From an optimization exercise on the open Yosys and OpenROAD flow, aimed at small area, a short achievable clock period and few clock cycles; shortcuts taken in it are not production practice. RTL that was checked went through simulation tests only; none was proved equivalent to the original. No functional check of the RTL was part of runs 2 to 4.

==> flow/design.v, too long to show whole: its modules and the start of the top module <==
// module digest_unit: 1452 lines
module digest_unit (
    input  wire        clk,
    input  wire        rst,
    input  wire        in_valid,
    output wire        in_ready,
    input  wire [63:0] in_data,
    input  wire [3:0]  in_nbytes,
    input  wire        in_last,
    input  wire [1:0]  in_alg,
    input  wire        in_expect,
    input  wire [63:0] in_cmp,
    output reg         out_valid,
    output reg  [63:0] out_digest,
    output reg         out_match,
    output reg         out_empty
);
  // ...
==> flow/run.sh <==
#!/bin/bash
# synth_recipe.tcl (not shown) runs the flow's synth.tcl, then flattens the netlist and writes it again
# the make line also repeats each setting of config.mk as NAME=value (left out here)
make -C /OpenROAD-flow-scripts/flow DESIGN_CONFIG=/design/flow/config.mk WORK_HOME=/design/flow/orfs CLKGATE_MAP_FILE= SYNTH_SCRIPT=/design/flow/synth_recipe.tcl finish
==> flow/config.mk <==
export PLATFORM = sky130hd
export DESIGN_NAME = digest_unit
export DESIGN_NICKNAME = digest_unit
export VERILOG_FILES = /design/flow/design.v
export SDC_FILE = /design/flow/constraint.sdc
export NUM_CORES = 4
export LEC_CHECK = 0
export CAP_MARGIN = 20
export CORE_MARGIN = 2
export CORE_UTILIZATION = 40
export SETUP_SLACK_MARGIN = 5
export SLEW_MARGIN = 20
==> flow/constraint.sdc <==
create_clock -name core_clock -period 10.0 [get_ports {clk}]
set_input_delay 2.0000 -clock core_clock [delete_from_list [all_inputs] [get_ports {clk}]]
set_output_delay 2.0000 -clock core_clock [all_outputs]
set_load 0.01 [all_outputs]
==> impl_metrics.yaml, run 1 <==
cells_and_area:
  areaGrowthSynthToFinish_pct: 16.3
  final_layout_size_suffix_gt1_frac: 0.101
  register_area_um2: 8720
  seq-cell-share: 0.171
  nNonClkBuffers: 459
  fillCellCount: 10777
  clk_share: 0.0302
  fin_area_um2: 51100
die:
  die_h_um: 336
  start_util: 0.404
  tap_cells: 1414
placed_design:
  dp_cells: 6774
outcome:
  run_status: "no timing/DRC/antenna violations"
grt:
  overflow: 0
  grt_pass1_vias: 41079
  grt_pass1_wl_mm: 358
  busiest_layer: "met2"
timing:
  rsz0062_at_grt: "true"
  setup_viol: 0
  holdWs_ps: 464
detailed_routing:
  routed_via_density: 6.35
  drtIter0Drc: 7421
  detail-route-antenna-nets: 0
  routed-wl-met3_mm: 32.2
worst_hold_path:
  worstHoldEndpoint: "cmp_q[16]"
critical_path:
  path_common_cell: "a21o_1"
  worst_setup_path_start_kind: "flip-flop"
  startpoint: "s[58]"
  cpMaxStageDelayCell: "xnor2_4"
  crit_type: "reg -> reg"
clock_network:
  cts-buffers-inserted: 47
  cts_tree: "yes"
  cts.sinks: 371
  clkLatencyLatePin_ps: 670
synthesis:
  yosys_register_bits: 371
  yosysSeqAreaShare: 0.198
  synth-edff-count: 128
  synth_most_common_cell: "xnor2_1"
  syn_inst: 5226
Testbench counts, summed over its fixed seeds: cycles 10,044.
==> inputs of run 2 (changes only) <==
--- a/flow/design.v
+++ b/flow/design.v
@@ -46,90 +46,93 @@
                      F_B    = 3'd6,    
                      F_C    = 3'd7;    
     reg        rdy;
     reg [31:0] n;              
     reg [1:0]  alg_r;          
     reg [2:0]  fstate;
     reg [63:0] d_r;            
     reg [63:0] wbuf;           
-    reg        op_c32, op_c64, op_th, op_a, op_b, op_m1, op_clr, op_out;
+    reg        op_c32, op_c64, op_th, op_a, op_b, op_clr, op_out;
+    reg        fz;             
     reg [63:0] cmp_q;
     reg        exp_q, empty_q;
     reg [63:0] s;
     assign in_ready = rdy;
     wire fire = in_valid & rdy;
     wire [2:0]  o      = n[2:0];
     wire [3:0]  o_plus = {1'b0, o} + in_nbytes;
     wire        cmpl   = o_plus[3];               
     wire        ovf    = o_plus[3] && (o_plus[2:0] != 3'd0);
     wire        kz     = (in_nbytes == 4'd0);
-    wire        first  = (n == 32'd0);
+    wire        first  = fz;
     wire        is_th  = (in_alg == 2'd2);
     wire        th_r   = (alg_r == 2'd2);
-    reg [63:0] data_m;
+    reg [7:0] kmask;
     integer i;
     always @(*) begin
         for (i = 0; i < 8; i = i + 1)
-            data_m[8*i +: 8] = in_data[8*i +: 8] & {8{in_nbytes > i}};
+            kmask[i] = (in_nbytes > i);
     end
     reg [63:0] init;
     always @(*) begin
         case (in_alg)
             2'd0:    init = 64'h00000000FFFFFFFF;
             2'd1:    init = 64'd0;
             default: init = TH_INIT;
         endcase
     end
     wire        rot_s = (fstate == F_ROT);
+    wire        pad_s = (fstate == F_PAD);
     wire [2:0]  ra    = rot_s ? (3'd0 - o) : o;
-    wire [63:0] rot   = rotl_bytes(rot_s ? (s ^ wbuf) : data_m, ra);
+    wire [7:0]  km_o  = {kmask, kmask} >> (4'd8 - {1'b0, o});    
+    wire [7:0]  km_r  = rot_s ? 8'hFF : pad_s ? 8'h00 : km_o;
+    wire [63:0] drot  = rotl_bytes(rot_s ? (s ^ wbuf) : in_data, ra);
     wire [63:0] him   = ge_mask(ra);
-    wire [63:0] base  = first ? init : wbuf;
-    wire [63:0] word  = base ^ (rot & him);       
-    wire [63:0] part  = base ^ rot;               
+    reg  [63:0] wm, om;                           
+    always @(*) begin
+        for (i = 0; i < 8; i = i + 1) begin
+            wm[8*i +: 8] = {8{km_r[i] &  him[8*i]}};
+            om[8*i +: 8] = {8{km_r[i] & !him[8*i]}};
+        end
+    end
+    wire [63:0] base  = first ? init : rot_s ? 64'd0 : wbuf;
+    wire [63:0] word  = base ^ (drot & wm);       
+    wire [63:0] ovp   = drot & om;                
     always @(posedge clk) begin
         if (rst) begin
             rdy     <= 1'b1;
             n       <= 32'd0;
-            alg_r   <= 2'd0;
             fstate  <= F_IDLE;
             op_c32  <= 1'b0;
             op_c64  <= 1'b0;
             op_th   <= 1'b0;
             op_a    <= 1'b0;
             op_b    <= 1'b0;
-            op_m1   <= 1'b0;
             op_clr  <= 1'b1;
+            fz      <= 1'b1;
             op_out  <= 1'b0;
-            cmp_q   <= 64'd0;
-            exp_q   <= 1'b0;
-            empty_q <= 1'b0;
         end else begin
             op_c32 <= 1'b0;
             op_c64 <= 1'b0;
             op_th  <= 1'b0;
             op_a   <= 1'b0;
             op_b   <= 1'b0;
-            op_m1  <= 1'b0;
             op_clr <= 1'b0;
             op_out <= 1'b0;
             case (fstate)
                 F_IDLE: if (fire) begin
                     n     <= n + {28'd0, in_nbytes};
-                    alg_r <= in_alg;
+                    fz    <= fz & kz;
                     if (!in_last) begin
                         op_c32 <= cmpl && in_alg == 2'd0;
                         op_c64 <= cmpl && in_alg == 2'd1;
                         op_th  <= cmpl && is_th;
                     end else begin
                         rdy     <= 1'b0;
-                        cmp_q   <= in_cmp;
-                        exp_q   <= in_expect;
-                        empty_q <= first && kz;
                         if (first && kz) begin
                             fstate <= F_OUT;
                         end else if (!is_th) begin
                             op_c32 <= cmpl && in_alg == 2'd0;
                             op_c64 <= cmpl && in_alg == 2'd1;
                             if (o_plus[2:0] == 3'd0) begin
                                 fstate <= F_OUT;
                             end else if (ovf) begin
@@ -144,16 +147,17 @@
                         end
                     end
                 end
                 F_OUT: begin
                     op_out <= 1'b1;
                     op_clr <= 1'b1;
                     rdy    <= 1'b1;
                     n      <= 32'd0;
+                    fz     <= 1'b1;
                     fstate <= F_IDLE;
                 end
                 F_WAIT: begin
                     op_clr <= 1'b1;
                     fstate <= F_ROT;
                 end
                 F_ROT: begin
                     op_c32 <= (alg_r == 2'd0);
@@ -168,41 +172,43 @@
                     op_a   <= 1'b1;
                     fstate <= F_B;
                 end
                 F_B: begin
                     op_b   <= 1'b1;
                     fstate <= F_C;
                 end
                 default: begin     
-                    op_m1  <= 1'b1;
+                    op_th  <= 1'b1;
                     fstate <= F_OUT;
                 end
             endcase
         end
     end
     always @(posedge clk) begin
-        case (fstate)
-            F_IDLE: begin
-                d_r  <= (in_last && !cmpl) ? part : word;
-                if (fire)
-                    wbuf <= (in_last && is_th && !ovf) ? 64'd0 :
-                            cmpl ? (rot & ~him) : part;
+        if (fire) begin
+            alg_r <= in_alg;
+            if (in_last) begin
+                cmp_q   <= in_cmp;
+                exp_q   <= in_expect;
+                empty_q <= first && kz;
             end
-            F_ROT: begin
-                d_r  <= rot & him;
-                wbuf <= rot & ~him;
-            end
-            F_PAD: begin
-                d_r  <= wbuf;
-                wbuf <= 64'd0;
-            end
-            F_A:     d_r <= {32'd0, n};
-            default: d_r <= 64'd0;
-        endcase
+        end
+    end
+    always @(posedge clk) begin
+        if (fstate == F_C)
+            d_r <= m2p >> 27;
+        else if (fstate == F_A)
+            d_r <= {32'd0, n};
+        else
+            d_r <= word;
+        if (rot_s || (fire && cmpl))
+            wbuf <= ovp;
+        else if (fire)
+            wbuf <= word;
     end
     wire [63:0] x = s ^ d_r;
     wire [31:0] f32;
     wire [63:0] f64;
     wire p32_t64 = x[38] ^ x[55];
     wire p32_t65 = x[14] ^ x[18];
     wire p32_t66 = x[34] ^ x[57];
     wire p32_t67 = x[33] ^ x[52];
@@ -1412,41 +1418,32 @@
     wire [63:0] m2s = m2a ^ m2b ^ m2c;
     wire [63:0] m2k = (m2a & m2b) | (m2a & m2c) | (m2b & m2c);
     wire [63:0] m2p = m2s + {m2k[62:0], 1'b0};
     wire [63:0] fb  = x ^ (x >> 31);
     wire [8:0]  fbt = fb[63:55] + fb[8:0] - {fb[1:0], 7'd0};
     wire [63:0] fsel = ({64{op_c32}} & {32'd0, f32})
                      | ({64{op_c64}} & f64)
                      | ({64{op_th}}  & {mp[34:0], mp[63:35]})
-                     | ({64{op_m1}}  & mp)
                      | ({64{op_a}}   & {fbt, fb[54:0]})
-                     | ({64{op_b}}   & (m2p ^ (m2p >> 27)));
-    wire s_en = op_c32 | op_c64 | op_th | op_m1 | op_a | op_b | op_clr;
+                     | ({64{op_b}}   & m2p);
+    wire s_en = op_c32 | op_c64 | op_th | op_a | op_b | op_clr;
     always @(posedge clk) begin
         if (s_en)
             s <= fsel;
     end
     wire [63:0] sv = s ^ wbuf;
+    wire [63:0] se = {s[28:0], s[63:29]};         
     reg  [63:0] fdig;
     always @(*) begin
         case (alg_r)
             2'd0:    fdig = {32'd0, ~sv[31:0]};
             2'd1:    fdig = byterev(sv);
-            default: fdig = sv ^ (sv >> 33);
+            default: fdig = se ^ (se >> 33);
         endcase
     end
     always @(posedge clk) begin
-        if (rst) begin
-            out_valid  <= 1'b0;
-            out_digest <= 64'd0;
-            out_match  <= 1'b0;
-            out_empty  <= 1'b0;
-        end else begin
-            out_valid <= op_out;
-            if (op_out) begin
-                out_digest <= fdig;
-                out_empty  <= empty_q;
-                out_match  <= exp_q && !empty_q && (fdig == cmp_q);
-            end
-        end
+        out_valid  <= op_out && !rst;
+        out_digest <= fdig;
+        out_empty  <= empty_q;
+        out_match  <= exp_q && !empty_q && (fdig == cmp_q);
     end
 endmodule
==> flow/flow/run.sh (new file) <==
#!/bin/bash
export SETUP_SLACK_MARGIN=5.8
bash standard.sh > standard.log 2>&1
==> flow/standard.sh (new file) <==
#!/bin/bash
# synth_recipe.tcl (not shown) runs the flow's synth.tcl, then flattens the netlist and writes it again
# the make line also repeats each setting of config.mk as NAME=value (left out here)
make -C /OpenROAD-flow-scripts/flow DESIGN_CONFIG=/design/flow/config.mk WORK_HOME=/design/flow/orfs CLKGATE_MAP_FILE= SYNTH_SCRIPT=/design/flow/synth_recipe.tcl "${@:-finish}"
==> flow/config.mk (replaced) <==
export PLATFORM = sky130hd
export DESIGN_NAME = digest_unit
export DESIGN_NICKNAME = digest_unit
export VERILOG_FILES = /design/flow/design.v
export SDC_FILE = /design/flow/constraint.sdc
export NUM_CORES = 4
export LEC_CHECK = 0
export CAP_MARGIN = 20
export CORE_MARGIN = 2
export CORE_UTILIZATION = 30
export SLEW_MARGIN = 20
removed: flow/run.sh
==> impl_metrics.yaml, run 2 <==
die:
  ioPinCount: 207
  die_h_um: 376
  core_region_area_um2: 137000
  die_w_um: 376
  dieArea_um2: 142000
  start_util: 0.302
  core.rowCount: 136
clock_network:
  cts_tree: "yes"
  cts_htree_levels: 2
  clockBufferDepth: 3
  cts_root_buffer: "clkbuf_16"
  clkLatencyLatePin_ps: 610
  clk_pin_slew_worst_paths_ps: 70
  cts-buffers-inserted: 44
  holdBufCountCts: 0
  cts.sinks: 371
critical_path:
  cp_top_family: "XOR/XNOR gates"
  worst-path-buf-inv: 2
  endpoint_kind: "flip-flop"
  worst_setup_path_start_kind: "flip-flop"
  worstPathCellList: "xnor2_2 > buf_4 > xnor2_4 > buf_12 > xnor2_4 > xnor2_1 > xor2_2 > xnor2_1 > a222oi_1 > o221ai_1"
  worstPathRequired_ps: 10290
  cp_slowest_stage_delay_ps: 1010
  crit_type: "reg -> reg"
  crit_fanout: 11
  arrival_ps: 4700
  reg2reg_depth: 10
  crit_cells: 10
  cpMaxStageDelayCell: "a222oi_1"
worst_hold_path:
  hp-class: "reg -> reg"
  holdPathStages: 1
cells_and_area:
  fin_nets: 5265
  final_cell_mix: "xnor2_1, buf_4, nand2_1"
  fin_util: 0.381
  areaGrowthSynthToFinish_pct: 25.9
  mostFrequentLayoutCell: "xnor2_1"
  final_layout_size_suffix_gt1_frac: 0.177
  fillCellCount: 13821
grt:
  grt_start_max_net_pins: 126
  overflow: 0
  grt_pass1_vias: 36080
  grt_antenna_before_repair: 9
  grt_pass1_wl_mm: 307
  track_usage: 0.314
timing:
  finalCriticalPeriod_ps: 4420
  max_freq_mhz: 226
  max_slew_margin: 0.129
  tns_ps: 0
  setup_viol: 0
  clock_skew_ps: 24.9
  finalHoldViolations: 0
  fin_crit_sh: 0.442
  report.final.slew_viol_count: 0
  rsz0062_at_grt: "true"
  tightest_slew_ps: 1310
synthesis:
  yosysTopAreaCell: "xnor2_1"
  syn_area_um2: 41600
  avgSynthCellArea_um2: 9.24
  ys_types: 81
  yosys_register_bits: 371
  yosysSeqAreaShare: 0.226
  yosysWarnings: 1
  synth-edff-count: 196
  synth_flop_cell: "edfxtp_1"
  synth_top_area_frac: 0.254
  syn_inst: 4500
  synth.area.top_cells: "xnor2_1, edfxtp_1, dfxtp_1, xor2_1, mux2i_1"
  synth_most_common_cell: "xnor2_1"
  netlist_top_cells_count: "xnor2_1, a21oi_1, nand2_1"
  synth_fp_nets: 4844
  async_flop_share: 0
placed_design:
  port_buffers: 206
  routabilityCongestion: 1.05
  hpwl_mm: 174
detailed_routing:
  dr.pass1.iters: 7
  detail-route-antenna-nets: 0
  drc: 0
  totalWireLength_mm: 231
  wl_per_cell_um: 34.2
  vias: 38850
  routed_via_density: 5.75
  drtIter0Drc: 6000
outcome:
  run_status: "no timing/DRC/antenna violations"
flow_run:
  cap_viol_max_count: 0
[run 2: per-layer routing]
layer	wire length, µm	GRT usage	vias to the layer above
li1	-	-	16341
met1	89400	0.408	19152
met2	96400	0.462	2664
met3	29100	0.0938	679
met4	16200	0.172	14
met5	88	0	-
[run 2: through the flow]
step / std cells / setup slack, ps / hold slack, ps / cell area (µm²)
floorplan: 4500 / 5740 / 339 / 41700
global placement: 6409 / 4510 / 435 / 46300
detailed placement: 6409 / 4520 / 435 / 46300
CTS: 6634 / 5670 / 460 / 50200
global route: 6752 / 5630 / 470 / 52400
finish: 6753 / 5580 / 457 / 52400
[run 2: kinds of logic after synthesis]
| kind of cell | share of synthesized area |
|---|---|
| flops | 0.226 |
| mux | 0.0547 |
| simple gates | 0.0889 |
| compound gates | 0.136 |
| xor+xnor | 0.391 |
| buf+inv | 0.0312 |
| fa+ha+maj | 0.0723 |
[run 2: worst reg2reg max path: stages, from the launching register on]
cell and delay, ps:
edfxtp_1 720, xnor2_2 180, buf_4 350, xnor2_4 250
buf_12 190, xnor2_4 380, xnor2_1 230, xor2_2 320
xnor2_1 150, a222oi_1 1010, o221ai_1 290
[run 2: final timing paths]
| path | endpoint | from | slack (ps) |
|---|---|---|---|
| min | out_valid | op_out | 460 |
| max reg2reg | s[21] | s[63] | 5580 |
| max | s[21] | s[63] | 5580 |
| min reg2reg | out_valid | op_out | 460 |
[run 2: layout make-up]
cell class | instances | area [µm²] | share of cell area
well taps | 1794 | 2240 | 0.0429
multi-input cells | 3799 | 32800 | 0.626
clock buffers | 63 | 1320 | 0.0251
diodes | 2 | 5.00 | 0.0000956
inverters | 108 | 450 | 0.00860
flip-flops and latches | 371 | 9400 | 0.179
repair buffers | 597 | 5960 | 0.114
clock inverters | 19 | 211 | 0.00404
[run 2: what timing repair did]
item,in CTS,in global routing
setup buffers,142,115
pin swaps,39,56
gates cloned,1,1
gates resized for setup,226,227
setup endpoints to repair,188,152
==> inputs of run 3 (changes only) <==
==> flow/flow/run.sh (replaced) <==
#!/bin/bash
export SETUP_SLACK_MARGIN=5.8
export BUFFER_PORTS_ARGS="-buffer_cell sky130_fd_sc_hd__buf_2"
bash standard.sh > standard.log 2>&1
--- a/flow/config.mk
+++ b/flow/config.mk
@@ -9,3 +9,3 @@
 export CORE_MARGIN = 2
-export CORE_UTILIZATION = 30
+export CORE_UTILIZATION = 40
 export SLEW_MARGIN = 20
==> impl_metrics.yaml, run 3 <==
synthesis:
  syn_inst: 4500
  yosysSeqAreaShare: 0.226
  yosysWarnings: 1
  synth_fp_nets: 4844
  synth.area.top_cells: "xnor2_1, edfxtp_1, dfxtp_1, xor2_1, mux2i_1"
  synth_xor_area_frac: 0.391
  synth_top_area_frac: 0.254
  synth-compound-area-share: 0.136
  netlist_top_cells_count: "xnor2_1, a21oi_1, nand2_1"
  yosys_register_bits: 371
  synth-simple-area-share: 0.0889
  syn_area_um2: 41600
  synthAdderAreaFrac: 0.0723
  synth_most_common_cell: "xnor2_1"
  synth-edff-count: 196
  avgSynthCellArea_um2: 9.24
  yosysTopAreaCell: "xnor2_1"
  ys_types: 81
  async_flop_share: 0
  synth_flop_cell: "edfxtp_1"
  synth_top_family_by_area: "XOR/XNOR gates"
  synth_mux_area_frac: 0.0547
worst_hold_path:
  holdPathStages: 1
  hp-class: "reg -> reg"
  worstHoldEndpoint: "out_valid"
  hold_start: "op_out"
placed_design:
  dp_slack_ps: 4570
  placed_area_um2: 44700
  port_buffers: 206
  routabilityCongestion: 1.09
  hpwl_mm: 175
grt:
  grt_pass1_vias: 35959
  track_usage: 0.412
  grt_start_max_net_pins: 86
  grt_pass1_wl_mm: 304
  overflow: 0
  grt_antenna_before_repair: 15
detailed_routing:
  dr.pass1.iters: 9
  totalWireLength_mm: 229
  drtIter0Drc: 6290
  drc: 0
  detail-route-antenna-nets: 0
  wl_per_cell_um: 36.2
  vias: 38968
  routed_via_density: 6.15
critical_path:
  arrival_ps: 4770
  r2r_slack_ps: 5510
  rr_endpoint: "s[21]"
  endpoint_kind: "flip-flop"
  reg2reg_depth: 12
  worst_setup_path_start_kind: "flip-flop"
  rr_startpoint: "s[29]"
  crit_fanout: 8
  worstPathRequired_ps: 10280
  crit_type: "reg -> reg"
clock_network:
  cts_htree_levels: 2
  clockBufferDepth: 3
  holdBufCountCts: 0
  cts.sinks: 371
  clk_pin_slew_worst_paths_ps: 70
  cts_tree: "yes"
  cts-buffers-inserted: 43
  cts_root_buffer: "clkbuf_16"
  clkLatencyLatePin_ps: 610
die:
  start_util: 0.402
  core.rowCount: 118
  ioPinCount: 207
  dieArea_um2: 107000
  die_w_um: 326
  core_region_area_um2: 103000
  die_h_um: 326
timing:
  max_freq_mhz: 223
  finalHoldViolations: 0
  setup_ws_ps: 5510
  setup_viol: 0
  tightest_slew_ps: 1280
  report.final.slew_viol_count: 0
  tns_ps: 0
  rsz0062_at_grt: "true"
  finalCriticalPeriod_ps: 4490
  clock_skew_ps: 20.7
  fin_crit_sh: 0.449
  max_slew_margin: 0.141
cells_and_area:
  areaGrowthSynthToFinish_pct: 21.5
  final_layout_size_suffix_gt1_frac: 0.216
  mostFrequentLayoutCell: "xnor2_1"
  fillCellCount: 9858
  fin_area_um2: 50500
  fin_nets: 5254
  final_cell_mix: "xnor2_1, buf_4, nand2_1"
flow_run:
  cap_viol_max_count: 0
outcome:
  run_status: "no timing/DRC/antenna violations"
[run 3: cell count changes in the layout (fill, tap and decap cells not counted), moves of 12 or more]
| cell | delta |
|---|---|
| xnor2_2 | -20 |
| buf_2 | +206 |
| buf_6 | +13 |
| buf_12 | -21 |
| clkdlybuf4s50_1 | -202 |
| xnor2_4 | +12 |
[run 3: what timing repair did]
action | CTS | global route
gates resized for setup | 199 | 242
buffers inserted | 143 | 101
setup endpoints to repair | 174 | 96
cloned | 1 | 0
pin swaps | 45 | 75
[run 3: cells by family after synthesis]
kind of cell | after synthesis
buf+inv | 331
fa+ha+maj | 213
flops | 371
mux | 227
simple gates | 814
compound gates | 891
xor+xnor | 1653
[run 3: layer usage]
| layer | up-vias | wire (µm) | GRT usage | share of wire |
|---|---|---|---|---|
| met1 | 19057 | 89000 | 0.551 | 0.39 |
| met4 | 16 | 16500 | 0.238 | 0.072 |
| met2 | 2874 | 90700 | 0.568 | 0.40 |
| met3 | 680 | 32900 | 0.148 | 0.14 |
| li1 | 16341 | - | - | - |
| met5 | - | 108 | 0 | 0.00047 |
[run 3: worst max-delay path by stage]
stage / endpoint / startpoint / slack, ps
3_3_place_gp: s[61] / s[32] / 4620
2_1_floorplan: s[27] / s[28] / 5740
3_5_place_dp: s[27] / s[1] / 4570
4_1_cts: s[23] / s[1] / 5590
6_report: s[21] / s[29] / 5510
5_1_grt: s[23] / s[14] / 5640
[run 3: worst max-delay path, stage by stage (launching register included)]
cell      delay [ps]
edfxtp_1         360
buf_4            180
buf_12           140
xnor2_2          150
buf_12           160
buf_12           130
xnor2_4          410
xnor2_2          280
xnor2_1          360
xor2_1           450
xnor2_1          230
a222oi_1        1000
o221ai_1         270
[run 3: layout make-up]
cell class | count | area [µm²] | share of cell area
Antenna cell | 9 | 22.5 | 0.000446
Clock buffer | 57 | 1190 | 0.0236
Clock inverter | 22 | 186 | 0.00369
Inverter | 108 | 448 | 0.00887
Multi-Input combinational cell | 3799 | 32900 | 0.652
Sequential cell | 371 | 9400 | 0.186
Tap cell | 1380 | 1730 | 0.0342
Timing Repair Buffer | 587 | 4630 | 0.0916
[run 3: stage by stage]
stage | std cells | hold WS [ps] | util
2_1_floorplan | 4500 | 339 | -
4_1_cts | 6222 | 464 | 0.469
6_report | 6333 | 461 | 0.489
3_5_place_dp | 5999 | 444 | 0.433
5_1_grt | 6325 | 475 | 0.489
3_3_place_gp | 5999 | 438 | 0.433
==> inputs of run 4 (changes only) <==
--- a/flow/config.mk
+++ b/flow/config.mk
@@ -9,3 +9,3 @@
 export CORE_MARGIN = 2
-export CORE_UTILIZATION = 40
+export CORE_UTILIZATION = 50
 export SLEW_MARGIN = 20
==> impl_metrics.yaml, run 4 <==
clock_network:
  cts_root_buffer: "clkbuf_16"
  clkLatencyLatePin_ps: 570
  cts.sinks: 371
  holdBufCountCts: 0
  cts_tree: "yes"
  cts_htree_levels: 2
  clockBufferDepth: 3
  cts-buffers-inserted: 38
  clk_pin_slew_worst_paths_ps: 70
critical_path:
  worst_setup_path_start_kind: "flip-flop"
  crit_type: "reg -> reg"
  startpoint: "s[44]"
  rr_endpoint: "s[21]"
  endpoint_kind: "flip-flop"
  reg2reg_depth: 10
  worstPathRequired_ps: 10250
  arrival_ps: 4670
  rr_startpoint: "s[44]"
  crit_fanout: 12
  r2r_slack_ps: 5580
synthesis:
  netlist_top_cells_count: "xnor2_1, a21oi_1, nand2_1"
  synth_flop_cell: "edfxtp_1"
  synth-compound-area-share: 0.136
  yosysSeqAreaShare: 0.226
  synthAdderAreaFrac: 0.0723
  synth_mux_area_frac: 0.0547
  avgSynthCellArea_um2: 9.24
  yosysWarnings: 1
  synth_fp_nets: 4844
  synth-simple-area-share: 0.0889
  ys_types: 81
  synth-edff-count: 196
  yosysTopAreaCell: "xnor2_1"
  synth_top_area_frac: 0.254
  synth_xor_area_frac: 0.391
  synth.area.top_cells: "xnor2_1, edfxtp_1, dfxtp_1, xor2_1, mux2i_1"
  synth_most_common_cell: "xnor2_1"
  async_flop_share: 0
  yosys_register_bits: 371
  syn_inst: 4500
  synth_top_family_by_area: "XOR/XNOR gates"
  syn_area_um2: 41600
detailed_routing:
  wl_per_cell_um: 36.7
  vias: 39993
  totalWireLength_mm: 221
  routed_via_density: 6.63
  drc: 0
  dr.pass1.iters: 9
  detail-route-antenna-nets: 0
  drtIter0Drc: 6992
die:
  die_h_um: 292
  dieArea_um2: 85500
  die_w_um: 292
  core_region_area_um2: 82200
  ioPinCount: 207
  core.rowCount: 105
  start_util: 0.506
worst_hold_path:
  worstHoldEndpoint: "out_valid"
  hold_start: "op_out"
  hp-class: "reg -> reg"
  holdPathStages: 1
cells_and_area:
  fin_nets: 5270
  fillCellCount: 7258
  final_layout_size_suffix_gt1_frac: 0.210
  mostFrequentLayoutCell: "xnor2_1"
  final_cell_mix: "xnor2_1, buf_4, nand2_1"
  fin_area_um2: 49700
  areaGrowthSynthToFinish_pct: 19.5
grt:
  use_met3: 0.255
  met2_usage: 0.668
  grt_pass1_wl_mm: 295
  overflow: 0
  grt_pass1_vias: 36197
  met1_usage: 0.660
  track_usage: 0.499
  grt_start_max_net_pins: 78
  busiest_layer: "met2"
  grt_antenna_before_repair: 19
timing:
  tns_ps: 0
  setup_viol: 0
  report.final.slew_viol_count: 0
  finalHoldViolations: 0
  tightest_slew_ps: 1350
  fin_crit_sh: 0.442
  clock_skew_ps: 32.7
  rsz0062_at_grt: "true"
  max_freq_mhz: 226
  finalCriticalPeriod_ps: 4420
  max_slew_margin: 0.0966
placed_design:
  port_buffers: 206
  routabilityCongestion: 1.08
  placed_area_um2: 44300
  hpwl_mm: 168
outcome:
  run_status: "no timing/DRC/antenna violations"
flow_run:
  cap_viol_max_count: 0
==> run 4: final cells by class <==
| class | count | area, µm² | area share |
|---|---|---|---|
| sequential | 371 | 9400 | 0.189 |
| clock buffer | 51 | 1050 | 0.0212 |
| inverter | 108 | 470 | 0.00947 |
| clock inverter | 19 | 198 | 0.00398 |
| timing repair buffer | 609 | 4750 | 0.0956 |
| antenna | 9 | 22.5 | 0.000453 |
| tap | 1070 | 1340 | 0.0269 |
| multi-input combinational | 3798 | 32500 | 0.653 |
==> run 4: kinds of logic after synthesis <==
group	count (synthesis)
AND/OR/NAND/NOR	814
flip-flops	371
multiplexers	227
buffers and inverters	331
adder cells (fa/ha/maj)	213
AO/OA/AOI/OAI	891
XOR/XNOR	1653
==> run 4: per-stage QoR <==
stage                     cells  hold slack [ps]  utilization  setup slack, ps
final                      6035              458        0.604             5580
after global routing       6027              473        0.604             5570
after CTS                  5910              464        0.582             5670
after global placement     5682              457        0.539             4700
after floorplan            4500              339            -             5740
after detailed placement   5682              453        0.539             4580
==> run 4: worst max-delay path by stage <==
| stage | end | slack [ps] | cells after the start |
|---|---|---|---|
| 5_1_grt | s[27] | 5570 | 16 |
| 3_5_place_dp | s[27] | 4580 | 13 |
| 3_3_place_gp | s[14] | 4700 | 15 |
| 2_1_floorplan | s[27] | 5740 | 14 |
| 4_1_cts | s[27] | 5670 | 15 |
| 6_report | s[21] | 5580 | 10 |
==> run 4: worst max-delay path, cell delays in order (launching register included) <==
cell	delay, ps
edfxtp_1	570
xnor2_2	220
buf_4	500
xnor2_4	220
xnor2_1	640
xnor2_1	180
xnor2_1	170
xnor2_1	170
xnor2_1	170
a222oi_1	940
o221ai_1	270
==> run 4: timing repair <==
item,4_1_cts,5_1_grt
cloned,0,1
pin swaps,39,44
gates resized for setup,177,184
setup buffers,158,114
setup endpoints to repair,187,131
==> run 4: metal layers <==
| layer | routed length [µm] | share of wire |
|---|---|---|
| met4 | 13000 | 0.059 |
| met2 | 84600 | 0.38 |
| met3 | 39800 | 0.18 |
| met5 | 222 | 0.0010 |
| met1 | 83700 | 0.38 |

## what the ideal ports hide
The results above use ideal ports. As a check the final layouts listed here were re-extracted and re-timed, cells and wires unchanged. Step 1 sets driving cells, clkbuf_16 on the clock port and buf_2 on the other inputs (assumed; they add their load-dependent delay and slew). Step 2 also shifts input and output timing later by t, the mid clock arrival at the registers, as if the neighbouring blocks saw the same clock. Slacks: ideal ports / drivers / drivers and shift; pairs: ideal ports / drivers.
run	t (ns)	setup WS [ns]	hold WS [ns]	clock arrival spread, ns	worst slew at a driven data input, ns
run 1	0.708	4.852 / 4.852 / 4.423	0.464 / 0.464 / 0.464	0.095 / 0.094	0.11
run 2	0.655	5.583 / 5.583 / 5.244	0.457 / 0.457 / 0.457	0.025 / 0.025	0.11
run 3	0.641	5.510 / 5.510 / 5.244	0.461 / 0.461 / 0.461	0.021 / 0.020	0.10
run 4	0.625	5.585 / 5.585 / 5.321	0.458 / 0.458 / 0.458	0.033 / 0.033	0.10
After both steps every run listed still meets setup and hold. For run 1, which loses most, drivers alone change the setup slack by 0.000 ns; drivers and shift together by -0.429 ns.
